This is an optimization exercise on Yosys and OpenROAD, whose aim is small area, a short achievable clock period and few clock cycles per item, not a production implementation. In this exercise RTL edits were held to simulation tests only and were not proved equivalent to the original.

==> design.v <==
module aes_sbox (
    input  wire [7:0] a,
    output wire [7:0] y
);
  wire U0 = a[7], U1 = a[6], U2 = a[5], U3 = a[4];
  wire U4 = a[3], U5 = a[2], U6 = a[1], U7 = a[0];
  wire T1, T2, T3, T4, T5, T6, T7, T8, T9, T10, T11, T12, T13, T14, T15, T16, T17, T18, T19, T20, T21, T22, T23, T24, T25, T26, T27, M1, M2, M3, M4, M5, M6, M7, M8, M9, M10, M11, M12, M13, M14, M15, M16, M17, M18, M19, M20, M21, M22, M23, M24, M25, M26, M27, M28, M29, M30, M31, M32, M33, M34, M35, M36, M37, M38, M39, M40, M41, M42, M43, M44, M45, M46, M47, M48, M49, M50, M51, M52, M53, M54, M55, M56, M57, M58, M59, M60, M61, M62, M63, L0, L1, L2, L3, L4, L5, L6, L7, L8, L9, L10, L11, L12, L13, L14, L15, L16, L17, L18, L19, L20, L21, L22, L23, L24, L25, L26, L27, L28, L29;
  sb_xor2 g_T1 (.a(U0), .b(U3), .y(T1));
  sb_xor2 g_T2 (.a(U0), .b(U5), .y(T2));
  sb_xor2 g_T3 (.a(U0), .b(U6), .y(T3));
  sb_xor2 g_T4 (.a(U3), .b(U5), .y(T4));
  sb_xor2 g_T5 (.a(U4), .b(U6), .y(T5));
  sb_xor2 g_T6 (.a(T1), .b(T5), .y(T6));
  sb_xor2 g_T7 (.a(U1), .b(U2), .y(T7));
  sb_xor2 g_T8 (.a(U7), .b(T6), .y(T8));
  sb_xor2 g_T9 (.a(U7), .b(T7), .y(T9));
  sb_xor2 g_T10 (.a(T6), .b(T7), .y(T10));
  sb_xor2 g_T11 (.a(U1), .b(U5), .y(T11));
  sb_xor2 g_T12 (.a(U2), .b(U5), .y(T12));
  sb_xor2 g_T13 (.a(T3), .b(T4), .y(T13));
  sb_xor2 g_T14 (.a(T6), .b(T11), .y(T14));
  sb_xor2 g_T15 (.a(T5), .b(T11), .y(T15));
  sb_xor2 g_T16 (.a(T5), .b(T12), .y(T16));
  sb_xor2 g_T17 (.a(T9), .b(T16), .y(T17));
  sb_xor2 g_T18 (.a(U3), .b(U7), .y(T18));
  sb_xor2 g_T19 (.a(T7), .b(T18), .y(T19));
  sb_xor2 g_T20 (.a(T1), .b(T19), .y(T20));
  sb_xor2 g_T21 (.a(U6), .b(U7), .y(T21));
  sb_xor2 g_T22 (.a(T7), .b(T21), .y(T22));
  sb_xor2 g_T23 (.a(T2), .b(T22), .y(T23));
  sb_xor2 g_T24 (.a(T2), .b(T10), .y(T24));
  sb_xor2 g_T25 (.a(T20), .b(T17), .y(T25));
  sb_xor2 g_T26 (.a(T3), .b(T16), .y(T26));
  sb_xor2 g_T27 (.a(T1), .b(T12), .y(T27));
  sb_and2 g_M1 (.a(T13), .b(T6), .y(M1));
  sb_and2 g_M2 (.a(T23), .b(T8), .y(M2));
  sb_xor2 g_M3 (.a(T14), .b(M1), .y(M3));
  sb_and2 g_M4 (.a(T19), .b(U7), .y(M4));
  sb_xor2 g_M5 (.a(M4), .b(M1), .y(M5));
  sb_and2 g_M6 (.a(T3), .b(T16), .y(M6));
  sb_and2 g_M7 (.a(T22), .b(T9), .y(M7));
  sb_xor2 g_M8 (.a(T26), .b(M6), .y(M8));
  sb_and2 g_M9 (.a(T20), .b(T17), .y(M9));
  sb_xor2 g_M10 (.a(M9), .b(M6), .y(M10));
  sb_and2 g_M11 (.a(T1), .b(T15), .y(M11));
  sb_and2 g_M12 (.a(T4), .b(T27), .y(M12));
  sb_xor2 g_M13 (.a(M12), .b(M11), .y(M13));
  sb_and2 g_M14 (.a(T2), .b(T10), .y(M14));
  sb_xor2 g_M15 (.a(M14), .b(M11), .y(M15));
  sb_xor2 g_M16 (.a(M3), .b(M2), .y(M16));
  sb_xor2 g_M17 (.a(M5), .b(T24), .y(M17));
  sb_xor2 g_M18 (.a(M8), .b(M7), .y(M18));
  sb_xor2 g_M19 (.a(M10), .b(M15), .y(M19));
  sb_xor2 g_M20 (.a(M16), .b(M13), .y(M20));
  sb_xor2 g_M21 (.a(M17), .b(M15), .y(M21));
  sb_xor2 g_M22 (.a(M18), .b(M13), .y(M22));
  sb_xor2 g_M23 (.a(M19), .b(T25), .y(M23));
  sb_xor2 g_M24 (.a(M22), .b(M23), .y(M24));
  sb_and2 g_M25 (.a(M22), .b(M20), .y(M25));
  sb_xor2 g_M26 (.a(M21), .b(M25), .y(M26));
  sb_xor2 g_M27 (.a(M20), .b(M21), .y(M27));
  sb_xor2 g_M28 (.a(M23), .b(M25), .y(M28));
  sb_and2 g_M29 (.a(M28), .b(M27), .y(M29));
  sb_and2 g_M30 (.a(M26), .b(M24), .y(M30));
  sb_and2 g_M31 (.a(M20), .b(M23), .y(M31));
  sb_and2 g_M32 (.a(M27), .b(M31), .y(M32));
  sb_xor2 g_M33 (.a(M27), .b(M25), .y(M33));
  sb_and2 g_M34 (.a(M21), .b(M22), .y(M34));
  sb_and2 g_M35 (.a(M24), .b(M34), .y(M35));
  sb_xor2 g_M36 (.a(M24), .b(M25), .y(M36));
  sb_xor2 g_M37 (.a(M21), .b(M29), .y(M37));
  sb_xor2 g_M38 (.a(M32), .b(M33), .y(M38));
  sb_xor2 g_M39 (.a(M23), .b(M30), .y(M39));
  sb_xor2 g_M40 (.a(M35), .b(M36), .y(M40));
  sb_xor2 g_M41 (.a(M38), .b(M40), .y(M41));
  sb_xor2 g_M42 (.a(M37), .b(M39), .y(M42));
  sb_xor2 g_M43 (.a(M37), .b(M38), .y(M43));
  sb_xor2 g_M44 (.a(M39), .b(M40), .y(M44));
  sb_xor2 g_M45 (.a(M42), .b(M41), .y(M45));
  sb_and2 g_M46 (.a(M44), .b(T6), .y(M46));
  sb_and2 g_M47 (.a(M40), .b(T8), .y(M47));
  sb_and2 g_M48 (.a(M39), .b(U7), .y(M48));
  sb_and2 g_M49 (.a(M43), .b(T16), .y(M49));
  sb_and2 g_M50 (.a(M38), .b(T9), .y(M50));
  sb_and2 g_M51 (.a(M37), .b(T17), .y(M51));
  sb_and2 g_M52 (.a(M42), .b(T15), .y(M52));
  sb_and2 g_M53 (.a(M45), .b(T27), .y(M53));
  sb_and2 g_M54 (.a(M41), .b(T10), .y(M54));
  sb_and2 g_M55 (.a(M44), .b(T13), .y(M55));
  sb_and2 g_M56 (.a(M40), .b(T23), .y(M56));
  sb_and2 g_M57 (.a(M39), .b(T19), .y(M57));
  sb_and2 g_M58 (.a(M43), .b(T3), .y(M58));
  sb_and2 g_M59 (.a(M38), .b(T22), .y(M59));
  sb_and2 g_M60 (.a(M37), .b(T20), .y(M60));
  sb_and2 g_M61 (.a(M42), .b(T1), .y(M61));
  sb_and2 g_M62 (.a(M45), .b(T4), .y(M62));
  sb_and2 g_M63 (.a(M41), .b(T2), .y(M63));
  sb_xor2 g_L0 (.a(M61), .b(M62), .y(L0));
  sb_xor2 g_L1 (.a(M50), .b(M56), .y(L1));
  sb_xor2 g_L2 (.a(M46), .b(M48), .y(L2));
  sb_xor2 g_L3 (.a(M47), .b(M55), .y(L3));
  sb_xor2 g_L4 (.a(M54), .b(M58), .y(L4));
  sb_xor2 g_L5 (.a(M49), .b(M61), .y(L5));
  sb_xor2 g_L6 (.a(M62), .b(L5), .y(L6));
  sb_xor2 g_L7 (.a(M46), .b(L3), .y(L7));
  sb_xor2 g_L8 (.a(M51), .b(M59), .y(L8));
  sb_xor2 g_L9 (.a(M52), .b(M53), .y(L9));
  sb_xor2 g_L10 (.a(M53), .b(L4), .y(L10));
  sb_xor2 g_L11 (.a(M60), .b(L2), .y(L11));
  sb_xor2 g_L12 (.a(M48), .b(M51), .y(L12));
  sb_xor2 g_L13 (.a(M50), .b(L0), .y(L13));
  sb_xor2 g_L14 (.a(M52), .b(M61), .y(L14));
  sb_xor2 g_L15 (.a(M55), .b(L1), .y(L15));
  sb_xor2 g_L16 (.a(M56), .b(L0), .y(L16));
  sb_xor2 g_L17 (.a(M57), .b(L1), .y(L17));
  sb_xor2 g_L18 (.a(M58), .b(L8), .y(L18));
  sb_xor2 g_L19 (.a(M63), .b(L4), .y(L19));
  sb_xor2 g_L20 (.a(L0), .b(L1), .y(L20));
  sb_xor2 g_L21 (.a(L1), .b(L7), .y(L21));
  sb_xor2 g_L22 (.a(L3), .b(L12), .y(L22));
  sb_xor2 g_L23 (.a(L18), .b(L2), .y(L23));
  sb_xor2 g_L24 (.a(L15), .b(L9), .y(L24));
  sb_xor2 g_L25 (.a(L6), .b(L10), .y(L25));
  sb_xor2 g_L26 (.a(L7), .b(L9), .y(L26));
  sb_xor2 g_L27 (.a(L8), .b(L10), .y(L27));
  sb_xor2 g_L28 (.a(L11), .b(L14), .y(L28));
  sb_xor2 g_L29 (.a(L11), .b(L17), .y(L29));
  sb_xor2 g_y7 (.a(L6), .b(L24), .y(y[7]));
  sb_xnor2 g_y6 (.a(L16), .b(L26), .y(y[6]));
  sb_xnor2 g_y5 (.a(L19), .b(L28), .y(y[5]));
  sb_xor2 g_y4 (.a(L6), .b(L21), .y(y[4]));
  sb_xor2 g_y3 (.a(L20), .b(L22), .y(y[3]));
  sb_xor2 g_y2 (.a(L25), .b(L29), .y(y[2]));
  sb_xnor2 g_y1 (.a(L13), .b(L27), .y(y[1]));
  sb_xnor2 g_y0 (.a(L6), .b(L23), .y(y[0]));
endmodule
module sb_xor2 (input wire a, input wire b, output wire y);
  assign y = a ^ b;
endmodule
module sb_xnor2 (input wire a, input wire b, output wire y);
  assign y = ~(a ^ b);
endmodule
module sb_and2 (input wire a, input wire b, output wire y);
  assign y = a & b;
endmodule
module aes_round (
    input  wire [127:0] state_in,
    output wire [127:0] shifted,     
    output wire [127:0] mixed        
);
  wire [127:0] sub;
  genvar gi;
  generate
    for (gi = 0; gi < 16; gi = gi + 1) begin : g_sbox
      aes_sbox u_sbox (.a(state_in[127-8*gi -: 8]), .y(sub[127-8*gi -: 8]));
    end
  endgenerate
  generate
    for (gi = 0; gi < 16; gi = gi + 1) begin : g_shift
      localparam integer ROW = gi % 4;
      localparam integer COL = gi / 4;
      localparam integer SRC = 4 * ((COL + ROW) % 4) + ROW;
      assign shifted[127-8*gi -: 8] = sub[127-8*SRC -: 8];
    end
  endgenerate
  function [7:0] xtime(input [7:0] b);
    xtime = {b[6:0], 1'b0} ^ (b[7] ? 8'h1b : 8'h00);
  endfunction
  generate
    for (gi = 0; gi < 4; gi = gi + 1) begin : g_mix
      wire [7:0] s0 = shifted[127-32*gi -: 8];
      wire [7:0] s1 = shifted[119-32*gi -: 8];
      wire [7:0] s2 = shifted[111-32*gi -: 8];
      wire [7:0] s3 = shifted[103-32*gi -: 8];
      wire [7:0] t  = s0 ^ s1 ^ s2 ^ s3;
      assign mixed[127-32*gi -: 8] = s0 ^ t ^ xtime(s0 ^ s1);
      assign mixed[119-32*gi -: 8] = s1 ^ t ^ xtime(s1 ^ s2);
      assign mixed[111-32*gi -: 8] = s2 ^ t ^ xtime(s2 ^ s3);
      assign mixed[103-32*gi -: 8] = s3 ^ t ^ xtime(s3 ^ s0);
    end
  endgenerate
endmodule
module aes256_key_step (
    input  wire [127:0] prev,
    input  wire [127:0] cur,
    input  wire         even,    
    input  wire [7:0]   rcon,
    output wire [127:0] next
);
  wire [31:0] last_w = cur[31:0];
  wire [31:0] rot_w  = even ? {last_w[23:0], last_w[31:24]} : last_w;
  wire [31:0] sub_w;
  genvar gi;
  generate
    for (gi = 0; gi < 4; gi = gi + 1) begin : g_sbox
      aes_sbox u_sbox (.a(rot_w[31-8*gi -: 8]), .y(sub_w[31-8*gi -: 8]));
    end
  endgenerate
  wire [31:0] t  = sub_w ^ (even ? {rcon, 24'h0} : 32'h0);
  wire [31:0] p0 = prev[127:96];
  wire [31:0] p1 = p0 ^ prev[95:64];
  wire [31:0] p2 = p1 ^ prev[63:32];
  wire [31:0] p3 = p2 ^ prev[31:0];
  assign next = {p0 ^ t, p1 ^ t, p2 ^ t, p3 ^ t};
endmodule
module qvk_xts_enc (
    input  wire         clk,
    input  wire         rst,
    input  wire [255:0] key1,
    input  wire [255:0] key2,
    input  wire         in_valid,
    output wire         in_ready,
    input  wire         in_first,
    input  wire [127:0] in_tweak,
    input  wire [127:0] in_data,
    output wire         out_valid,
    input  wire         out_ready,
    output wire [127:0] out_data
);
  function [127:0] byte_rev(input [127:0] v);
    integer i;
    for (i = 0; i < 16; i = i + 1)
      byte_rev[127-8*i -: 8] = v[8*i +: 8];
  endfunction
  function [127:0] mul_alpha(input [127:0] t);
    reg [127:0] le;
    begin
      le = byte_rev(t);
      le = {le[126:0], 1'b0} ^ (le[127] ? 128'h87 : 128'h0);
      mul_alpha = byte_rev(le);
    end
  endfunction
  function [127:0] div_alpha(input [127:0] t);
    reg [127:0] le;
    begin
      le = byte_rev(t);
      le = {1'b0, le[127:1]} ^ (le[0] ? {1'b1, 119'h0, 8'h43} : 128'h0);
      div_alpha = byte_rev(le);
    end
  endfunction
  reg         busy;        
  reg         twk;         
  reg [3:0]   rnd;         
  reg [127:0] state;
  reg [255:0] kreg;        
  reg [127:0] tval;
  reg         out_valid_r;
  reg [127:0] out_data_r;
  wire last     = (rnd == 4'd14);
  wire fin_twk  = busy && last && twk;
  wire fin_data = busy && last && !twk && (!out_valid_r || out_ready);
  wire adv      = busy && !last;
  assign in_ready = !busy || (last && !twk && !out_valid_r);
  wire accept     = in_valid && in_ready;
  wire [127:0] shifted, mixed;
  aes_round u_round (
      .state_in(state),
      .shifted (shifted),
      .mixed   (mixed)
  );
  wire [127:0] fin = shifted ^ kreg[127:0];    
  wire [4:0]   nxt  = {1'b0, rnd} + 5'd1;
  wire         even = !nxt[0];
  wire [7:0]   rcon = 8'h01 << (nxt[4:1] - 4'd1);
  wire [127:0] key_next;
  aes256_key_step u_key (
      .prev(kreg[255:128]),
      .cur (kreg[127:0]),
      .even(even),
      .rcon(rcon),
      .next(key_next)
  );
  always @(posedge clk) begin
    if (rst) begin
      busy        <= 1'b0;
      twk         <= 1'b0;
      out_valid_r <= 1'b0;
    end else begin
      if (out_valid_r && out_ready)
        out_valid_r <= 1'b0;
      if (fin_data) begin
        out_valid_r <= 1'b1;
        out_data_r  <= fin ^ div_alpha(tval);
        busy        <= 1'b0;
      end
      if (accept) begin
        busy <= 1'b1;
        rnd  <= 4'd1;
        if (in_first) begin
          twk   <= 1'b1;
          state <= byte_rev(in_tweak) ^ key2[255:128];
          kreg  <= key2;
          tval  <= in_data;
        end else begin
          twk   <= 1'b0;
          state <= in_data ^ tval ^ key1[255:128];
          kreg  <= key1;
          tval  <= mul_alpha(tval);
        end
      end else if (fin_twk) begin
        twk   <= 1'b0;
        rnd   <= 4'd1;
        state <= tval ^ fin ^ key1[255:128];
        kreg  <= key1;
        tval  <= mul_alpha(fin);
      end else if (adv) begin
        state <= mixed ^ kreg[127:0];
        kreg  <= {kreg[127:0], key_next};
        rnd   <= rnd + 4'd1;
      end
    end
  end
  assign out_valid = out_valid_r;
  assign out_data  = out_data_r;
endmodule
==> run.sh <==
#!/bin/bash
# synth_recipe.tcl (not shown) runs the flow's synth.tcl, then flattens the netlist and writes it again
# the make line also repeats each setting of config.mk as NAME=value (left out here)
make -C /OpenROAD-flow-scripts/flow DESIGN_CONFIG=/design/flow/config.mk WORK_HOME=/design/flow/orfs CLKGATE_MAP_FILE= SYNTH_SCRIPT=/design/flow/synth_recipe.tcl finish
==> config.mk <==
export PLATFORM = sky130hd
export DESIGN_NAME = qvk_xts_enc
export DESIGN_NICKNAME = qvk_xts_enc
export VERILOG_FILES = /design/flow/design.v
export SDC_FILE = /design/flow/constraint.sdc
export NUM_CORES = 4
export LEC_CHECK = 0
export CAP_MARGIN = 20
export CORE_MARGIN = 2
export CORE_UTILIZATION = 40
export SLEW_MARGIN = 20
export SYNTH_HIERARCHICAL = 1
export SYNTH_MINIMUM_KEEP_SIZE = 0
==> constraint.sdc <==
create_clock -name core_clock -period 7.0 [get_ports {clk}]
set_input_delay 1.4000 -clock core_clock [delete_from_list [all_inputs] [get_ports {clk}]]
set_output_delay 1.4000 -clock core_clock [all_outputs]
set_load 0.01 [all_outputs]
==> results list, run 1 <==
* Result of the run: timing/DRC/antenna clean
* Avg Inst Size Synth: 9.70 sq um
- When the netlist entered floorplanning its net count stood at 8080.
- Port Buf Inserts: 902
- Count of mapped cells out of synthesis: 7305
- For this run, asynchronously set or reset flops after synthesis account for 0%.
- In this run the remaining antenna-violating nets after routing total 0.
- In this run the critical register-to-register path is captured at kreg[92]$_DFFE_PP_.
- Average detailed-routed wire length per instance: 29.2 um
* Pin count of the biggest net entering global routing: 185
- The final critical path takes up 95.8% of the cycle.
- Main synth FF type: sky130_fd_sc_hd__edfxtp_1
- Top-level I/O count: 903
- Overflow left after global routing: 0
* Sum of routed wire length over all layers: 315 mm
- Most common cell after layout, fill and taps aside: sky130_fd_sc_hd__xor2_1
* FF+latch area: 0.0194 sq mm
- Across every metal layer, demand over resource in global routing totals 33.4%.
* Setup slack of the worst register-to-register path: 0.29 ns
- Counting I/O delays and the setup requirement, the final critical path takes 6.71 ns.
- Following the worst setup path forward leads to its endpoint at kreg[92]$_DFFE_PP_.
- Yosys mapped a number of flops with a built-in enable equal to 644.
- Final count of pins violating max slew: 0
- The layout has 16522 filler cells.
- The cell area that synthesis handed to floorplanning was 0.0709 sq mm.
* Worst-case clock skew: 0.0315 ns
- Half-perimeter wire length after detailed placement: 254 mm
- Once the floorplan was initialized, standard cells occupied 40.3% of the core.
- Hold Buf Count CTS: 0
- In the final layout, the share of cells above drive strength 1 is 9.21%.
- Die outline height: 425 um
- After detailed routing, the number of remaining DRC violations is 0.
- Slew at the pin closest to its max-slew limit: 1.15 ns
* Vias in the first global route: 58222
- Core area: 0.176 sq mm
- Area of the die: 0.181 sq mm
- Clock root cell: sky130_fd_sc_hd__clkbuf_16
- Critical Path Source Type: flop
- The number of antenna violations at the first check in global routing is 44.
* Horizontal die dimension: 425 um
- Drt first pass iters: 8
* Clock-pin slew of the registers on the worst-case setup and hold paths: 0.06 ns
- Based on the critical path, the design can be clocked at up to 149 MHz.
- Clock buffer count from CTS: 87
- At the worst endpoint, the arrival time is 7.16 ns.
- In this run, synthesis produced a sequential element count of 647.
* Maximum root-to-sink buffer count: 3
- The worst register-to-register path begins at kreg[30]$_DFFE_PP_.
* Worst Reg-to-Reg Cells: 22
- CTS built an H-tree with a depth of 3.
- The detailed router finished its first iteration with 5948 violations.
- Final #Nets: 9132
- Setup violations remaining at the end of the flow were counted as 0.
* Final worst slack: 0.293 ns
* Worst skew pair latency: 0.73 ns
- First-pass GRT wire length: 433 mm
- Clock tree synthesis found a total of 647 sinks.
- The most critical setup path has its startpoint at kreg[30]$_DFFE_PP_.
- Post-synthesis to final-layout area growth: 25.1%
- The number of hold-slack violations in the final timing report is 0.
- TritonCTS built the clock tree.
- In the routed layout, each cell is associated on average with a via count of 5.53.
- In the final layout, the multi-input gates occupy 0.0509 sq mm.
* YS warnings: 8
- STA classifies the critical path endpoint as a flop.
* Post-synthesis sequential area ratio: 27.4%
* Endpoint required time on the critical path: 7.45 ns
* Global placement routability congestion: 1.00
- Count of cell types in the netlist: 46
- The floorplan has 154 rows.
* Class of the worst hold path: reg2reg
- Before CTS, the worst setup slack after placement is -0.183 ns.
- The setup path with the least slack is of type reg2reg.
- In this run the worst path has a maximum fanout of 5.
* Commonest non-fill, non-tap cells in the layout: 2191 x sky130_fd_sc_hd__xor2_1, 901 x sky130_fd_sc_hd__clkdlybuf4s50_1, 681 x sky130_fd_sc_hd__and2_1, 644 x sky130_fd_sc_hd__edfxtp_1, 519 x sky130_fd_sc_hd__xnor2_1
- Total number of vias: 59688
- Headroom to the max-slew limit came out at 23.7%.
* Max cap viols: 0
- Final Hold Slack: 0.615 ns
==> routing by layer <==
metal / vias up / wire (um) / global-route usage (%)
met1: 29315 / 126000 / 42.4
met5: - / 120 / 0
li1: 27153 / - / -
met2: 2541 / 145000 / 53.4
met4: 18 / 22900 / 20.8
met3: 661 / 21300 / 4.96
==> cells by family after synthesis <==
| kind of cell | synth area share [%] |
|---|---|
| buffers and inverters | 2.48 |
| adder cells (fa/ha/maj) | 0.0353 |
| multiplexers | 0.508 |
| XOR/XNOR | 43.8 |
| AND/OR/NAND/NOR | 15.1 |
| flip-flops | 27.4 |
| AO/OA/AOI/OAI | 10.7 |
==> Yosys stat by module (local to each module, per instance), excerpt <==
module | cells | flip-flops and latches | times used
sb_xor2 | 1 | 0 | 1800
aes256_key_step | 212 | 0 | 1
aes_round | 296 | 0 | 1
sb_and2 | 1 | 0 | 680
qvk_xts_enc | 4237 | 647 | 1
sb_xnor2 | 1 | 0 | 80
==> Yosys cell counts, drive strengths merged (87+ instances only) <==
master	instances	area share, %
o21ai	132	0.93
o211ai	125	1.3
xor3	87	3.0
nand2	518	2.7
a31oi	257	2.3
xor2	2285	28
nand3	130	0.92
clkbuf	222	1.2
a211oi	385	4.1
o22ai	128	1.1
a21oi	129	0.91
xnor3	169	5.4
xnor2	566	7.2
nor2b	382	3.4
or3	125	1.1
buf	132	1.3
nor2	145	0.77
and2	688	6.1
edfxtp	644	27
==> critical path, cell delays in order, from the launching register on <==
cell	delay, ns
sky130_fd_sc_hd__edfxtp_1	0.74
sky130_fd_sc_hd__mux2_2	0.36
sky130_fd_sc_hd__xor2_4	0.28
sky130_fd_sc_hd__xor2_1	0.29
sky130_fd_sc_hd__xor2_1	0.28
sky130_fd_sc_hd__and2_1	0.18
sky130_fd_sc_hd__xor2_1	0.18
sky130_fd_sc_hd__xor2_1	0.19
sky130_fd_sc_hd__xor2_1	0.25
sky130_fd_sc_hd__xor2_1	0.28
sky130_fd_sc_hd__xor2_1	0.30
sky130_fd_sc_hd__xor2_2	0.25
sky130_fd_sc_hd__xor2_1	0.18
sky130_fd_sc_hd__and2_1	0.20
sky130_fd_sc_hd__xor2_1	0.27
sky130_fd_sc_hd__xor2_1	0.30
sky130_fd_sc_hd__xor2_1	0.12
sky130_fd_sc_hd__xor2_1	0.20
sky130_fd_sc_hd__buf_4	0.15
sky130_fd_sc_hd__xnor2_1	0.55
sky130_fd_sc_hd__xnor3_1	0.58
sky130_fd_sc_hd__nand2_1	0.20
sky130_fd_sc_hd__a31oi_1	0.11
==> registers in the layout, summed over array words and instances, names as in the netlist <==
register,flops
busy,1
kreg,256
out_data_r,128
out_valid_r,1
rnd,4
state,128
tval,128
twk,1
==> how the worst min path moves through the flow <==
stage | from | end | slack, ns | cells past startpoint
finish | tval[76]$_DFFE_PP_ | out_data_r[75]$_DFFE_PP_ | 0.61 | 1
global route | tval[16]$_DFFE_PP_ | out_data_r[31]$_DFFE_PP_ | 0.64 | 1
CTS | tval[35]$_DFFE_PP_ | out_data_r[34]$_DFFE_PP_ | 0.60 | 1
detailed placement | tval[77]$_DFFE_PP_ | out_data_r[76]$_DFFE_PP_ | 0.60 | 1
global placement | tval[76]$_DFFE_PP_ | out_data_r[75]$_DFFE_PP_ | 0.60 | 1
floorplan | tval[1]$_DFFE_PP_ | out_data_r[0]$_DFFE_PP_ | 0.58 | 1
==> through the flow <==
stage / area [sq um] / util, % / cells / TNS [ns]
CTS: 87500 / 49.7 / 10755 / 0
global placement: 84400 / 47.9 / 10597 / -0.270
detailed placement: 84500 / 48.0 / 10597 / -0.425
floorplan: 70900 / - / 7305 / -240.31
global route: 88700 / 50.4 / 10785 / -0.100
finish: 88700 / 50.4 / 10789 / 0
==> final cells by class <==
type / instances / area share [%]
diodes: 23 / 0.0649
clock buffers: 108 / 2.58
clock inverters: 50 / 0.808
inverters: 4 / 0.0254
multi-input cells: 6300 / 57.4
flip-flops and latches: 647 / 21.9
well taps: 2340 / 3.30
repair buffers: 1317 / 14.0
==> what timing repair did <==
item                                   4_1_cts  5_1_grt
buffers inserted                             0       11
resized for setup                            5      146
setup endpoints to repair                    4      149
pin swaps                                    0       11
endpoints found under the hold margin        0        0
Testbench counts, summed over its fixed seeds: cycles 64,776, blocks 4,608.
==> inputs of run 2 (changes only) <==
--- a/design.v
+++ b/design.v
@@ -1,10 +1,10 @@
-module aes_sbox (
+module aes_sbox_a (
     input  wire [7:0] a,
-    output wire [7:0] y
+    output wire [3:0] q      
 );
   wire U0 = a[7], U1 = a[6], U2 = a[5], U3 = a[4];
   wire U4 = a[3], U5 = a[2], U6 = a[1], U7 = a[0];
-  wire T1, T2, T3, T4, T5, T6, T7, T8, T9, T10, T11, T12, T13, T14, T15, T16, T17, T18, T19, T20, T21, T22, T23, T24, T25, T26, T27, M1, M2, M3, M4, M5, M6, M7, M8, M9, M10, M11, M12, M13, M14, M15, M16, M17, M18, M19, M20, M21, M22, M23, M24, M25, M26, M27, M28, M29, M30, M31, M32, M33, M34, M35, M36, M37, M38, M39, M40, M41, M42, M43, M44, M45, M46, M47, M48, M49, M50, M51, M52, M53, M54, M55, M56, M57, M58, M59, M60, M61, M62, M63, L0, L1, L2, L3, L4, L5, L6, L7, L8, L9, L10, L11, L12, L13, L14, L15, L16, L17, L18, L19, L20, L21, L22, L23, L24, L25, L26, L27, L28, L29;
+  wire T1, T2, T3, T4, T5, T6, T7, T8, T9, T10, T11, T12, T13, T14, T15, T16, T17, T18, T19, T20, T21, T22, T23, T24, T25, T26, T27, M1, M2, M3, M4, M5, M6, M7, M8, M9, M10, M11, M12, M13, M14, M15, M16, M17, M18, M19, M20, M21, M22, M23, M24, M25, M26, M27, M28, M29, M30, M31, M32, M33, M34, M35, M36, M37, M38, M39, M40;
   sb_xor2 g_T1 (.a(U0), .b(U3), .y(T1));
   sb_xor2 g_T2 (.a(U0), .b(U5), .y(T2));
   sb_xor2 g_T3 (.a(U0), .b(U6), .y(T3));
@@ -72,6 +72,40 @@
   sb_xor2 g_M38 (.a(M32), .b(M33), .y(M38));
   sb_xor2 g_M39 (.a(M23), .b(M30), .y(M39));
   sb_xor2 g_M40 (.a(M35), .b(M36), .y(M40));
+  assign q = {M37, M38, M39, M40};
+endmodule
+module aes_sbox_b (
+    input  wire [7:0] a,
+    input  wire [3:0] q,     
+    output wire [7:0] y
+);
+  wire U0 = a[7], U1 = a[6], U2 = a[5], U3 = a[4];
+  wire U4 = a[3], U5 = a[2], U6 = a[1], U7 = a[0];
+  wire M37 = q[3], M38 = q[2], M39 = q[1], M40 = q[0];
+  wire T1, T2, T3, T4, T5, T6, T7, T8, T9, T10, T11, T12, T13, T15, T16, T17, T18, T19, T20, T21, T22, T23, T27, M41, M42, M43, M44, M45, M46, M47, M48, M49, M50, M51, M52, M53, M54, M55, M56, M57, M58, M59, M60, M61, M62, M63, L0, L1, L2, L3, L4, L5, L6, L7, L8, L9, L10, L11, L12, L13, L14, L15, L16, L17, L18, L19, L20, L21, L22, L23, L24, L25, L26, L27, L28, L29;
+  sb_xor2 g_T1 (.a(U0), .b(U3), .y(T1));
+  sb_xor2 g_T2 (.a(U0), .b(U5), .y(T2));
+  sb_xor2 g_T3 (.a(U0), .b(U6), .y(T3));
+  sb_xor2 g_T4 (.a(U3), .b(U5), .y(T4));
+  sb_xor2 g_T5 (.a(U4), .b(U6), .y(T5));
+  sb_xor2 g_T6 (.a(T1), .b(T5), .y(T6));
+  sb_xor2 g_T7 (.a(U1), .b(U2), .y(T7));
+  sb_xor2 g_T8 (.a(U7), .b(T6), .y(T8));
+  sb_xor2 g_T9 (.a(U7), .b(T7), .y(T9));
+  sb_xor2 g_T10 (.a(T6), .b(T7), .y(T10));
+  sb_xor2 g_T11 (.a(U1), .b(U5), .y(T11));
+  sb_xor2 g_T12 (.a(U2), .b(U5), .y(T12));
+  sb_xor2 g_T13 (.a(T3), .b(T4), .y(T13));
+  sb_xor2 g_T15 (.a(T5), .b(T11), .y(T15));
+  sb_xor2 g_T16 (.a(T5), .b(T12), .y(T16));
+  sb_xor2 g_T17 (.a(T9), .b(T16), .y(T17));
+  sb_xor2 g_T18 (.a(U3), .b(U7), .y(T18));
+  sb_xor2 g_T19 (.a(T7), .b(T18), .y(T19));
+  sb_xor2 g_T20 (.a(T1), .b(T19), .y(T20));
+  sb_xor2 g_T21 (.a(U6), .b(U7), .y(T21));
+  sb_xor2 g_T22 (.a(T7), .b(T21), .y(T22));
+  sb_xor2 g_T23 (.a(T2), .b(T22), .y(T23));
+  sb_xor2 g_T27 (.a(T1), .b(T12), .y(T27));
   sb_xor2 g_M41 (.a(M38), .b(M40), .y(M41));
   sb_xor2 g_M42 (.a(M37), .b(M39), .y(M42));
   sb_xor2 g_M43 (.a(M37), .b(M38), .y(M43));
@@ -134,6 +168,14 @@
   sb_xnor2 g_y1 (.a(L13), .b(L27), .y(y[1]));
   sb_xnor2 g_y0 (.a(L6), .b(L23), .y(y[0]));
 endmodule
+module aes_sbox (
+    input  wire [7:0] a,
+    output wire [7:0] y
+);
+  wire [3:0] q;
+  aes_sbox_a u_a (.a(a), .q(q));
+  aes_sbox_b u_b (.a(a), .q(q), .y(y));
+endmodule
 module sb_xor2 (input wire a, input wire b, output wire y);
   assign y = a ^ b;
 endmodule
@@ -143,8 +185,21 @@
 module sb_and2 (input wire a, input wire b, output wire y);
   assign y = a & b;
 endmodule
-module aes_round (
+module aes_stage_a (
     input  wire [127:0] state_in,
+    output wire [63:0]  q            
+);
+  genvar gi;
+  generate
+    for (gi = 0; gi < 16; gi = gi + 1) begin : g_sbox
+      aes_sbox_a u_sbox (.a(state_in[127-8*gi -: 8]), .q(q[63-4*gi -: 4]));
+    end
+  endgenerate
+endmodule
+module aes_stage_b (
+    input  wire [127:0] u,           
+    input  wire [63:0]  q,           
+    input  wire [127:0] round_key,
     output wire [127:0] shifted,     
     output wire [127:0] mixed        
 );
@@ -152,7 +207,8 @@
   genvar gi;
   generate
     for (gi = 0; gi < 16; gi = gi + 1) begin : g_sbox
-      aes_sbox u_sbox (.a(state_in[127-8*gi -: 8]), .y(sub[127-8*gi -: 8]));
+      aes_sbox_b u_sbox (.a(u[127-8*gi -: 8]), .q(q[63-4*gi -: 4]),
+                         .y(sub[127-8*gi -: 8]));
     end
   endgenerate
   generate
@@ -172,37 +228,48 @@
       wire [7:0] s1 = shifted[119-32*gi -: 8];
       wire [7:0] s2 = shifted[111-32*gi -: 8];
       wire [7:0] s3 = shifted[103-32*gi -: 8];
-      wire [7:0] t  = s0 ^ s1 ^ s2 ^ s3;
-      assign mixed[127-32*gi -: 8] = s0 ^ t ^ xtime(s0 ^ s1);
-      assign mixed[119-32*gi -: 8] = s1 ^ t ^ xtime(s1 ^ s2);
-      assign mixed[111-32*gi -: 8] = s2 ^ t ^ xtime(s2 ^ s3);
-      assign mixed[103-32*gi -: 8] = s3 ^ t ^ xtime(s3 ^ s0);
+      assign mixed[127-32*gi -: 8] = xtime(s0 ^ s1) ^ s1 ^ s2 ^ s3 ^ round_key[127-32*gi -: 8];
+      assign mixed[119-32*gi -: 8] = xtime(s1 ^ s2) ^ s2 ^ s3 ^ s0 ^ round_key[119-32*gi -: 8];
+      assign mixed[111-32*gi -: 8] = xtime(s2 ^ s3) ^ s3 ^ s0 ^ s1 ^ round_key[111-32*gi -: 8];
+      assign mixed[103-32*gi -: 8] = xtime(s3 ^ s0) ^ s0 ^ s1 ^ s2 ^ round_key[103-32*gi -: 8];
     end
   endgenerate
 endmodule
 module aes256_key_step (
     input  wire [127:0] prev,
     input  wire [127:0] cur,
+    input  wire [15:0]  q,       
     input  wire         even,    
     input  wire [7:0]   rcon,
     output wire [127:0] next
 );
   wire [31:0] last_w = cur[31:0];
-  wire [31:0] rot_w  = even ? {last_w[23:0], last_w[31:24]} : last_w;
   wire [31:0] sub_w;
   genvar gi;
   generate
     for (gi = 0; gi < 4; gi = gi + 1) begin : g_sbox
-      aes_sbox u_sbox (.a(rot_w[31-8*gi -: 8]), .y(sub_w[31-8*gi -: 8]));
+      aes_sbox_b u_sbox (.a(last_w[31-8*gi -: 8]), .q(q[15-4*gi -: 4]),
+                         .y(sub_w[31-8*gi -: 8]));
     end
   endgenerate
-  wire [31:0] t  = sub_w ^ (even ? {rcon, 24'h0} : 32'h0);
+  wire [31:0] t = even ? ({sub_w[23:0], sub_w[31:24]} ^ {rcon, 24'h0}) : sub_w;
   wire [31:0] p0 = prev[127:96];
   wire [31:0] p1 = p0 ^ prev[95:64];
   wire [31:0] p2 = p1 ^ prev[63:32];
   wire [31:0] p3 = p2 ^ prev[31:0];
   assign next = {p0 ^ t, p1 ^ t, p2 ^ t, p3 ^ t};
 endmodule
+module aes256_key_stage_a (
+    input  wire [31:0] w,
+    output wire [15:0] q
+);
+  genvar gi;
+  generate
+    for (gi = 0; gi < 4; gi = gi + 1) begin : g_sbox
+      aes_sbox_a u_sbox (.a(w[31-8*gi -: 8]), .q(q[15-4*gi -: 4]));
+    end
+  endgenerate
+endmodule
 module qvk_xts_enc (
     input  wire         clk,
     input  wire         rst,
@@ -239,74 +306,113 @@
     end
   endfunction
   reg         busy;        
+  reg [4:0]   pc;          
   reg         twk;         
-  reg [3:0]   rnd;         
-  reg [127:0] state;
+  reg         has_y;       
+  reg         yfin;        
+  reg         tsh;         
+  reg         tw_fresh;    
+  reg [127:0] state;       
+  reg [127:0] mu;          
+  reg [63:0]  mq;          
   reg [255:0] kreg;        
-  reg [127:0] tval;
+  reg [15:0]  kq;          
+  reg [127:0] tval;        
   reg         out_valid_r;
   reg [127:0] out_data_r;
-  wire last     = (rnd == 4'd14);
-  wire fin_twk  = busy && last && twk;
-  wire fin_data = busy && last && !twk && (!out_valid_r || out_ready);
-  wire adv      = busy && !last;
-  assign in_ready = !busy || (last && !twk && !out_valid_r);
-  wire accept     = in_valid && in_ready;
+  wire xfin    = busy && (pc == 5'd27);
+  wire stall_x = xfin && !twk && out_valid_r && !out_ready;
+  wire stall_y = yfin && out_valid_r && !out_ready;
+  wire stall   = stall_x || stall_y;
+  wire x_open = (!busy || (xfin && !twk)) && !out_valid_r;
+  wire y_open = busy && (pc == 5'd0) && !twk && !stall_y;
+  assign in_ready = x_open ? (!in_first || tw_fresh) : (y_open && !in_first);
+  wire x_acc   = in_valid && x_open && (!in_first || tw_fresh);
+  wire y_acc   = in_valid && y_open && !in_first;
+  wire t_start = in_valid && x_open && in_first && !tw_fresh;
+  wire p_start = x_acc || t_start;
+  wire [63:0]  qa;
+  aes_stage_a u_a (.state_in(state), .q(qa));
   wire [127:0] shifted, mixed;
-  aes_round u_round (
-      .state_in(state),
-      .shifted (shifted),
-      .mixed   (mixed)
+  aes_stage_b u_b (
+      .u        (mu),
+      .q        (mq),
+      .round_key(kreg[127:0]),
+      .shifted  (shifted),
+      .mixed    (mixed)
   );
-  wire [127:0] fin = shifted ^ kreg[127:0];    
-  wire [4:0]   nxt  = {1'b0, rnd} + 5'd1;
+  wire [127:0] fin  = shifted ^ kreg[127:0];         
+  wire         d2   = xfin ? has_y : tsh;
+  wire [127:0] tfin = div_alpha(d2 ? div_alpha(tval) : tval);
+  wire [15:0]  kqa;
+  aes256_key_stage_a u_ka (.w(kreg[31:0]), .q(kqa));
+  wire [4:0]   nxt  = {1'b0, pc[4:1]} + 5'd1;
   wire         even = !nxt[0];
   wire [7:0]   rcon = 8'h01 << (nxt[4:1] - 4'd1);
   wire [127:0] key_next;
   aes256_key_step u_key (
       .prev(kreg[255:128]),
       .cur (kreg[127:0]),
+      .q   (kq),
       .even(even),
       .rcon(rcon),
       .next(key_next)
   );
+  wire k_load = busy && (pc == 5'd0);
+  wire k_step = busy && !pc[0] && (pc >= 5'd2) && (pc <= 5'd26);
   always @(posedge clk) begin
     if (rst) begin
       busy        <= 1'b0;
       twk         <= 1'b0;
+      yfin        <= 1'b0;
+      tw_fresh    <= 1'b0;
       out_valid_r <= 1'b0;
     end else begin
       if (out_valid_r && out_ready)
         out_valid_r <= 1'b0;
-      if (fin_data) begin
-        out_valid_r <= 1'b1;
-        out_data_r  <= fin ^ div_alpha(tval);
-        busy        <= 1'b0;
-      end
-      if (accept) begin
-        busy <= 1'b1;
-        rnd  <= 4'd1;
-        if (in_first) begin
-          twk   <= 1'b1;
+      if (!stall) begin
+        mu <= state;
+        mq <= qa;
+        kq <= kqa;
+        if ((xfin && !twk) || yfin) begin
+          out_valid_r <= 1'b1;
+          out_data_r  <= fin ^ tfin;
+        end
+        if (xfin && twk) begin
+          tval     <= fin;
+          tw_fresh <= 1'b1;
+        end
+        yfin <= xfin && has_y;
+        if (xfin)
+          tsh <= x_acc;
+        if (x_acc)
+          state <= in_data ^ tval ^ key1[255:128];
+        else if (t_start)
           state <= byte_rev(in_tweak) ^ key2[255:128];
-          kreg  <= key2;
-          tval  <= in_data;
-        end else begin
-          twk   <= 1'b0;
+        else if (y_acc)
           state <= in_data ^ tval ^ key1[255:128];
-          kreg  <= key1;
-          tval  <= mul_alpha(tval);
+        else
+          state <= mixed;
+        if (x_acc || y_acc)
+          tval <= mul_alpha(tval);
+        if (x_acc && in_first)
+          tw_fresh <= 1'b0;
+        if (p_start) begin
+          busy  <= 1'b1;
+          pc    <= 5'd0;
+          twk   <= t_start;
+          has_y <= 1'b0;
+        end else if (busy) begin
+          pc <= pc + 5'd1;
+          if (xfin)
+            busy <= 1'b0;
         end
-      end else if (fin_twk) begin
-        twk   <= 1'b0;
-        rnd   <= 4'd1;
-        state <= tval ^ fin ^ key1[255:128];
-        kreg  <= key1;
-        tval  <= mul_alpha(fin);
-      end else if (adv) begin
-        state <= mixed ^ kreg[127:0];
-        kreg  <= {kreg[127:0], key_next};
-        rnd   <= rnd + 4'd1;
+        if (y_acc)
+          has_y <= 1'b1;
+        if (k_load)
+          kreg <= twk ? key2 : key1;
+        else if (k_step)
+          kreg <= {kreg[127:0], key_next};
       end
     end
   end
==> run 2 against run 1 <==
Still clean; wire length fell by 7.3%; register-to-register slack improved by 2.0 ns; via count fell by 11%; setup slack improved by 2.0 ns; non-clock buffer count fell by 360; cell count fell by 3.1%; clock skew barely moved; count of clock-buffer cells in the layout rose by 11; maximum frequency rose by 41%; critical path depth fell by 9; critical path type unchanged; highest routed layer unchanged.
==> results list, run 2 <==
* Final #Nets: 8646
* Synth top area share: 34.2%
* Share of the synthesized area in compound gates (AO/OA/AOI/OAI): 4.55%
* Final critical path time including I/O delays and setup: 4.75 ns
- Cell area reported after detailed placement: 0.0863 sq mm
- The number of nets handed over by synthesis was 7846.
- Commonest non-fill, non-tap cells in the layout: 2521 x sky130_fd_sc_hd__xor2_1, 1117 x sky130_fd_sc_hd__xnor2_1, 902 x sky130_fd_sc_hd__clkdlybuf4s50_1, 855 x sky130_fd_sc_hd__edfxtp_1, 682 x sky130_fd_sc_hd__and2_1
- After synthesis the netlist holds a flip-flop and latch count of 860.
* Area share of and/or/nand/nor cells after synthesis: 8.75%
- Total number of vias: 53403
- Overflow left after global routing: 0
- In the routed layout, each cell is associated on average with a via count of 5.11.
* Buf/Inv on CP: 0
* Number of H-tree levels: 3
- The path with the worst hold slack has its endpoint at mu[91]$_DFFE_PP_.
- Setup violations remaining at the end of the flow were counted as 0.
- Crit path top cell by count: sky130_fd_sc_hd__xor2_1
* Cell type with the largest total area after synthesis: sky130_fd_sc_hd__edfxtp_1
- Across every metal layer, demand over resource in global routing totals 29.5%.
- Clock buffer count from CTS: 107
* Resize count post-CTS: 0
* Result of the run: timing/DRC/antenna clean
- Placed Cells incl. Taps: 10253
- Main synth FF type: sky130_fd_sc_hd__edfxtp_1
- Pin placement for this block handled 903 I/O pins.
- The later pin in the worst-skew pair is clocked with a latency of 0.77 ns.
- The synthesized netlist occupies a cell area of 0.0751 sq mm.
- Average detailed-routed wire length per instance: 27.9 um
- Global placement routability congestion: 0.969
- The worst register-to-register path begins at kreg[13]$_DFFE_PP_.
- Crit path cell chain: xor2_1 -> xor2_1 -> xor2_1 -> and2_1 -> xor2_1 -> xor2_1 -> xor2_1 -> xor2_1 -> mux2i_2 -> xnor3_1 -> xor3_1 -> nor2_1 -> a21oi_1
- The synthesized netlist devotes 0.100% of its cell area to adder and majority cells.
- Across the routed clock network, the largest skew measured is 0.0315 ns.
* Horizontal die dimension: 437 um
- Reg2reg end: kreg[15]$_DFFE_PP_
- Final number of hold-violating endpoints: 0
- Core area: 0.187 sq mm
* Number of cells in the finished layout apart from fillers: 10455
- Hold path cells: 0
- After clock tree synthesis, the flow added hold-fix buffers numbering 0.
* First-pass GRT wire length: 401 mm
- Of the available clock period, the critical path in the final layout requires 67.8%.
- YS warnings: 8
* Worst Reg-to-Reg Cells: 13
- Summing all flip-flop and latch instances after layout gives 0.0258 sq mm.
- Number of synthesized flops with an enable pin: 855
- Critical Path Fanout Max: 7
- The setup path with the least slack is of type reg2reg.
- More flip-flops sit in one register than any other, and that register is kreg.
* Pin count of the biggest net entering global routing: 226
- Kind of cell adding the most delay to the critical path: XOR/XNOR gates
* Maximum root-to-sink buffer count: 3
* Initial core utilization: 40.1%
* Count of cell types in the netlist: 52
- At the pin with the least slew margin, the transition time is 1.31 ns.
* Iteration-0 DRC Markers: 4844
- Number of flip-flops in the largest register: 256
- TritonCTS built the clock tree.
- Summed over all layers, the routed wires come to 292 mm.
- Count of mapped cells out of synthesis: 7067
- The count of buffers added on input and output ports is 902.
* Post-synthesis to final-layout area growth: 19.8%
* Drt first pass iters: 6
* Final Hold Slack: 0.470 ns
- Filler instances: 17232
- Class of the worst hold path: reg2reg
* Area of the multi-input gates: 0.0478 sq mm
- After synthesis, the largest family of logic cells by area is XOR/XNOR gates.
- Area of the die: 0.191 sq mm
- After routing, the total negative slack on setup checks comes to 0 ns.
- In the synthesized netlist, the cells that appear most often are 2521 x sky130_fd_sc_hd__xor2_1, 1120 x sky130_fd_sc_hd__xnor2_1, 855 x sky130_fd_sc_hd__edfxtp_1.
* Half-perimeter wire length after detailed placement: 241 mm
- Clock root cell: sky130_fd_sc_hd__clkbuf_16
* Initial antenna violation count: 18
- Leaving out fill and tap cells, the most frequent cell in the layout is sky130_fd_sc_hd__xor2_1.
* Die outline height: 437 um
* Crit path arrival time: 5.21 ns
- Cells taking the most area after synthesis: sky130_fd_sc_hd__edfxtp_1 34%, sky130_fd_sc_hd__xor2_1 29%, sky130_fd_sc_hd__xnor2_1 13%
* Avg Inst Size Synth: 10.6 sq um
* Portion of netlist area occupied by mux cells: 5.56%
- Crit path max-delay cell type: sky130_fd_sc_hd__xnor3_1
- Cells with a size suffix above 1 make up 3.66% of the layout.
* Worst stage delay on the critical path: 0.65 ns
- Nature of the critical path endpoint: flop
- F_max: 211 MHz
- For the worst setup path, the data required time is 7.46 ns.
- The number of max-slew violations in the final report was 0.
* Async SR Flop Fraction: 0%
- Critical Path Source Type: flop
- Vias in the first global route: 53526
* Post-CTS setup buffer count: 0
* DRT antenna net count: 0
- Setup slack of the worst register-to-register path: 2.25 ns
* Unrepaired setup endpoints after global routing: no
- Count leader, synth: sky130_fd_sc_hd__xor2_1
- Clock-pin slew of the registers on the worst-case setup and hold paths: 0.06 ns
- Summing the areas of all xor and xnor instances in the mapped netlist gives 44.6% of the synthesized area.
* Hold Startpoint: state[91]$_DFFE_PP_
- Measured against its own limit, the worst slew margin works out to 12.8%.
- The clock drives 860 sinks.
* Row count: 159
- Max cap viols: 0
* Post-synthesis sequential area ratio: 34.3%
- Number of remaining DRC errors: 0
- With fillers left out, the area of the finished cells amounts to 0.0899 sq mm.
run 2: cell types whose count changed in the layout (fill, tap and decap cells not counted), sizes merged, moves of 255 or more:
cell and change:
a211oi -385, a21oi +269, a31oi -255, buf -361
mux2i +407, nand2 -508, nor2 +405, nor2b -375
xnor2 +566
run 2: metal layers:
| layer | global-route usage [%] | share of wire (%) | wire length [um] | vias up |
|---|---|---|---|---|
| met2 | 49.9 | 48 | 141000 | 1880 |
| li1 | - | - | - | 24944 |
| met3 | 3.52 | 5.2 | 15200 | 414 |
| met5 | 0 | 0.0048 | 14 | - |
| met4 | 15.2 | 5.9 | 17200 | 2 |
| met1 | 36.9 | 41 | 118000 | 26163 |
run 2: layout make-up:
cell class / instances / share of cell area, %
sequential: 860 / 28.7
antenna: 8 / 0.0223
multi-input combinational: 5935 / 53.2
clock buffer: 119 / 3.05
clock inverter: 75 / 0.916
tap: 2495 / 3.47
inverter: 6 / 0.0292
timing repair buffer: 957 / 10.7
run 2: worst reg2reg max path, stage by stage, from the launching register on:
cell and delay [ns]:
sky130_fd_sc_hd__edfxtp_1 0.61, sky130_fd_sc_hd__xor2_1 0.53, sky130_fd_sc_hd__xor2_1 0.27, sky130_fd_sc_hd__xor2_1 0.16, sky130_fd_sc_hd__and2_1 0.21, sky130_fd_sc_hd__xor2_1 0.42
sky130_fd_sc_hd__xor2_1 0.21, sky130_fd_sc_hd__xor2_1 0.20, sky130_fd_sc_hd__xor2_1 0.37, sky130_fd_sc_hd__mux2i_2 0.24, sky130_fd_sc_hd__xnor3_1 0.65, sky130_fd_sc_hd__xor3_1 0.32
sky130_fd_sc_hd__nor2_1 0.21, sky130_fd_sc_hd__a21oi_1 0.06
run 2: stage by stage:
stage / util (%) / setup slack [ns]
6_report: 48.0 / 2.25
5_1_grt: 48.0 / 2.11
4_1_cts: 48.0 / 2.25
3_5_place_dp: 46.1 / 2.21
3_3_place_gp: 46.1 / 2.28
2_1_floorplan: - / -0.342
run 2: cell families (layout without fill, tap and decap cells):
group | after synthesis | after routing
AOI/OAI and AO/OA | 539 | 539
xor gates and xnor gates | 3713 | 3713
adders and majority gates | 6 | 6
buffers and inverters | 272 | 1157
DFF | 860 | 860
muxes | 408 | 408
other | 0 | 8
and+or+nand+nor | 1269 | 1269
run 2: modules after synthesis (local to each module, per instance), a selection:
module	copies in the design	cells
sb_xnor2	80	1
sb_xor2	2260	1
aes_sbox_a	20	4
sb_and2	680	1
qvk_xts_enc	1	3201
aes256_key_step	1	205
aes_stage_b	1	561
run 2: worst max-delay path by stage:
stage | startpoint | end | cells past startpoint
after detailed placement | in_valid | state[26]$_DFFE_PP_ | 7
after global routing | pc[1]$_SDFFCE_PP0P_ | in_ready | 6
after CTS | pc[1]$_SDFFCE_PP0P_ | in_ready | 6
after global placement | in_valid | state[26]$_DFFE_PP_ | 7
final | kreg[13]$_DFFE_PP_ | kreg[15]$_DFFE_PP_ | 13
after floorplan | out_ready | kq[0]$_DFFE_PP_ | 3
Testbench counts of run 2, summed over its fixed seeds: cycles 65,052, blocks 4,608.
==> inputs of run 3 (changes only) <==
--- a/config.mk
+++ b/config.mk
@@ -8,6 +8,7 @@
 export CAP_MARGIN = 20
 export CORE_MARGIN = 2
 export CORE_UTILIZATION = 40
+export SETUP_SLACK_MARGIN = 3.2
 export SLEW_MARGIN = 20
 export SYNTH_HIERARCHICAL = 1
 export SYNTH_MINIMUM_KEEP_SIZE = 0
==> run 3 against run 2 <==
Design area is 9.5% higher; cell count rose by 4.5%; register-to-register slack better by 0.89 ns; first-iteration DRC count is 0.47% higher; synthesized area unchanged; sequential share of layout area decreased by 2.5 points; critical path type unchanged; largest cell class unchanged.
==> results list, run 3 <==
* Portion of netlist area occupied by mux cells: 5.56%
* Avg Inst Size Synth: 10.6 sq um
* Number of clock sinks: 860
- Counting every net in the synthesized netlist gives 7846.
- After synthesis the netlist holds a flip-flop and latch count of 860.
- YS warnings: 8
- The first global-routing pass estimated 411 mm of wire.
- Nature of the critical path endpoint: flop
* Worst stage delay on the critical path: 0.46 ns
- In this run the core area contains 159 standard-cell rows.
- Critical Path Source Type: flop
- Commonest non-fill, non-tap cells in the layout: 2152 x sky130_fd_sc_hd__xor2_1, 1018 x sky130_fd_sc_hd__xnor2_1, 900 x sky130_fd_sc_hd__clkdlybuf4s50_1, 855 x sky130_fd_sc_hd__edfxtp_1, 656 x sky130_fd_sc_hd__and2_1
* Clock root cell: sky130_fd_sc_hd__clkbuf_16
- The number of antenna violations at the first check in global routing is 28.
- Hold Buf Count CTS: 0
- Total routing resource utilization after global routing: 30.3%
* Setup violations, final: 0
* Worst-case clock skew: 0.0380 ns
- Cell area reported after detailed placement: 0.0863 sq mm
- In the synthesized netlist the async set-or-reset flop fraction comes to 0%.
- For the pin with the worst max-slew slack, the measured transition is 1.05 ns.
* Maximum root-to-sink buffer count: 3
- Summing the areas of all fa, ha and maj instances in the mapped netlist gives 0.100% of the synthesized area.
- After technology mapping, the gate count stands at 7067.
* Crit path max-delay cell type: sky130_fd_sc_hd__edfxtp_1
- Number of flip-flops in the largest register: 256
* Final count of pins violating max slew: 0
- Unrepaired setup endpoints after global routing: yes
* Critical Path Fanout Max: 3
- Crit path cell chain: buf_4 -> buf_4 -> xor2_2 -> xor2_1 -> and2_1 -> xor2_4 -> xor2_4 -> xor2_2 -> xor2_2 -> buf_4 -> mux2i_4 -> xnor3_2 -> xor2_1 -> nor2_2 -> a21oi_1
- After routing the design area is 0.0985 sq mm.
* Endpoint required time on the critical path: 7.48 ns
- Hold is met by 0.489 ns.
- In this run the vertical extent of the chip is 437 um.
- Total number of vias: 55983
* Pin count of the biggest net entering global routing: 185
* Worst relative slew slack: 27.9%
- Share of the synthesized area in compound gates (AO/OA/AOI/OAI): 4.55%
* Max cap viols: 0
- The first detailed-routing pass ran for 6 iterations.
* Result of the run: timing/DRC/antenna clean
- For the worst setup path, the data arrival time is 4.33 ns.
- Cells taking the most area after synthesis: sky130_fd_sc_hd__edfxtp_1 34%, sky130_fd_sc_hd__xor2_1 29%, sky130_fd_sc_hd__xnor2_1 13%
* Synth top area share: 34.2%
- Main combinational cell family by area after synthesis: XOR/XNOR gates
* Post-synthesis xor/xnor area fraction: 44.6%
- Count of cell types in the netlist: 52
- Overflow left after global routing: 0
* Most common cell after layout, fill and taps aside: sky130_fd_sc_hd__xor2_1
- The worst hold path belongs to the class reg2reg.
- List of most frequent post-synthesis cells: 2521 x sky130_fd_sc_hd__xor2_1, 1120 x sky130_fd_sc_hd__xnor2_1, 855 x sky130_fd_sc_hd__edfxtp_1
- The congestion estimate from routability-driven global placement came to 0.972.
* Number of H-tree levels: 3
- kreg holds more flip-flops than any other register.
- The number of buffers and inverters on the critical path is 3.
- Top-level I/O count: 903
- Timing would allow up to 259 MHz.
- In this run the remaining antenna-violating nets after routing total 0.
- The synthesized netlist devotes 8.75% of its cell area to simple gates.
- Summed over all instances, the cell type with the most area after synthesis is sky130_fd_sc_hd__edfxtp_1.
- Proportion of layout cells with a drive suffix above 1: 15.1%
- The number of global-route vias before repair was 55135.
* Count leader, synth: sky130_fd_sc_hd__xor2_1
- Worst skew pair latency: 0.78 ns
- Number of synthesized flops with an enable pin: 855
- Area of the die: 0.191 sq mm
- Input and output buffers added on the ports amount to 902.
- The mapped netlist covers 0.0751 sq mm.
* Core area: 0.187 sq mm
- Among cell families on the critical path, the largest total delay comes from XOR/XNOR gates.
- Using the TritonRoute via totals, the vias-per-cell ratio works out to 5.13.
* Average detailed-routed wire length per instance: 27.8 um
- CTS tree: built
- Clock-pin slew of the registers on the worst-case setup and hold paths: 0.07 ns
* CP Class: reg2reg
* Filler instances: 16595
* Horizontal die dimension: 437 um
- Counting I/O delays and the setup requirement, the final critical path takes 3.85 ns.
- Summed over all nets, the half-perimeter wirelength after detailed placement is 244 mm.
- Final clock period utilization by the worst path: 55.1%
- The number of hold-slack violations in the final timing report was 0.
* Post-synthesis sequential area ratio: 34.3%
* Iteration-0 DRC Markers: 4867
- Number of remaining DRC errors: 0
* Setup TNS: 0 ns
* Sum of routed wire length over all layers: 303 mm
- Initial core utilization: 40.1%
- The number of clock buffers added by TritonCTS is 104.
* Main synth FF type: sky130_fd_sc_hd__edfxtp_1
* Final #Nets: 9106
* Post-synthesis to final-layout area growth: 31.1%
==> run 3: cell counts after synthesis <==
Identical to the previous run, type by type.
==> run 3: worst reg2reg max path: stages, from the launching register on <==
cell and delay, ns:
sky130_fd_sc_hd__edfxtp_1 0.46, sky130_fd_sc_hd__buf_4 0.19, sky130_fd_sc_hd__buf_4 0.15, sky130_fd_sc_hd__xor2_2 0.21, sky130_fd_sc_hd__xor2_1 0.20, sky130_fd_sc_hd__and2_1 0.28, sky130_fd_sc_hd__xor2_4 0.26, sky130_fd_sc_hd__xor2_4 0.25
sky130_fd_sc_hd__xor2_2 0.22, sky130_fd_sc_hd__xor2_2 0.08, sky130_fd_sc_hd__buf_4 0.16, sky130_fd_sc_hd__mux2i_4 0.24, sky130_fd_sc_hd__xnor3_2 0.43, sky130_fd_sc_hd__xor2_1 0.20, sky130_fd_sc_hd__nor2_2 0.18, sky130_fd_sc_hd__a21oi_1 0.06
==> run 3: per-layer routing <==
| layer | vias up | part of all wire, % | track usage (%) |
|---|---|---|---|
| li1 | 25562 | - | - |
| met1 | 27922 | 40 | 37.4 |
| met2 | 2014 | 49 | 51.5 |
| met3 | 483 | 5.3 | 3.63 |
| met4 | 2 | 6.1 | 16.4 |
| met5 | - | 0.0046 | 0 |
==> run 3: stage by stage <==
stage	worst slack, ns	util (%)	std cells
finish	3.15	52.6	10923
global placement	2.43	46.1	10256
CTS	3.00	50.2	10650
floorplan	-0.275	-	7067
detailed placement	2.43	46.1	10256
global route	3.01	52.6	10921
==> run 3: cell families after synthesis <==
logic type	Yosys count
xor+xnor	3713
simple gates	1269
flops	860
compound gates	539
mux	408
buf+inv	272
fa+ha+maj	6
==> run 3: cell type report <==
class	instances	area [sq um]	area share [%]
inverter	6	26.3	0.0267
timing repair buffer	1420	13400	13.7
multi-input combinational	5935	52700	53.5
sequential	860	25800	26.2
clock inverter	66	668	0.679
antenna	16	40.0	0.0407
clock buffer	125	2720	2.77
tap	2495	3120	3.17
==> run 3: worst paths after layout <==
check / cells past startpoint / slack, ns / to / start
worst max-delay path: 15 / 3.15 / kreg[52]$_DFFE_PP_ / kreg[9]$_DFFE_PP_
worst min-delay path: 0 / 0.49 / mu[123]$_DFFE_PP_ / state[123]$_DFFE_PP_
worst max register to register: 15 / 3.15 / kreg[52]$_DFFE_PP_ / kreg[9]$_DFFE_PP_
worst min register to register: 0 / 0.49 / mu[123]$_DFFE_PP_ / state[123]$_DFFE_PP_
==> run 3: timing repair <==
item                                    in CTS  in global routing
endpoints found under the setup margin     472                438
gates resized for setup                    357                332
pin swaps                                   95                255
cloned                                       2                  1
setup buffers                              201                255
==> run 3: modules after synthesis, one instance, submodules excluded, a selection <==
module | cell area, sq um | cells inside
aes256_key_step | 2690 | 205
aes_sbox_a | 30.0 | 4
aes_stage_b | 5040 | 561
qvk_xts_enc | 42000 | 3201
sb_and2 | 6.26 | 1
sb_xnor2 | 8.76 | 1
sb_xor2 | 8.76 | 1

-- what the ideal ports hide --
How much do the figures lean on ideal ports? The routed layouts below were timed once more, with nothing changed but the port constraints. Step 1 (the two cells are an assumption about what drives the block):
set clk [get_ports {clk}]
set_driving_cell -lib_cell sky130_fd_sc_hd__clkbuf_16 $clk
set_driving_cell -lib_cell sky130_fd_sc_hd__buf_2 [delete_from_list [all_inputs] $clk]
Step 2 also shifts input and output timing later by t, the mid clock arrival at the registers, as if the neighbouring blocks saw the same clock. Three values: no drivers, after step 1, after step 2; two values: the first two.
run | shift t [ns] | setup WS [ns] | hold slack, ns | slew at the worst register clock pin (ns) | pins driven straight from the clock port
run 1 | 0.804 | 0.293 / 0.293 / 0.293 | 0.615 / 0.615 / 0.615 | 0.07 / 0.07 | 1
run 2 | 0.851 | 2.253 / 2.206 / 2.076 | 0.470 / 0.470 / 0.470 | 0.07 / 0.07 | 1
run 3 | 0.841 | 3.146 / 3.121 / 2.377 | 0.489 / 0.489 / 0.489 | 0.07 / 0.07 | 1
After both steps every run listed still meets setup and hold. The setup slack of run 3, which loses most, moves by -0.025 ns with the drivers and by -0.769 ns with both steps.
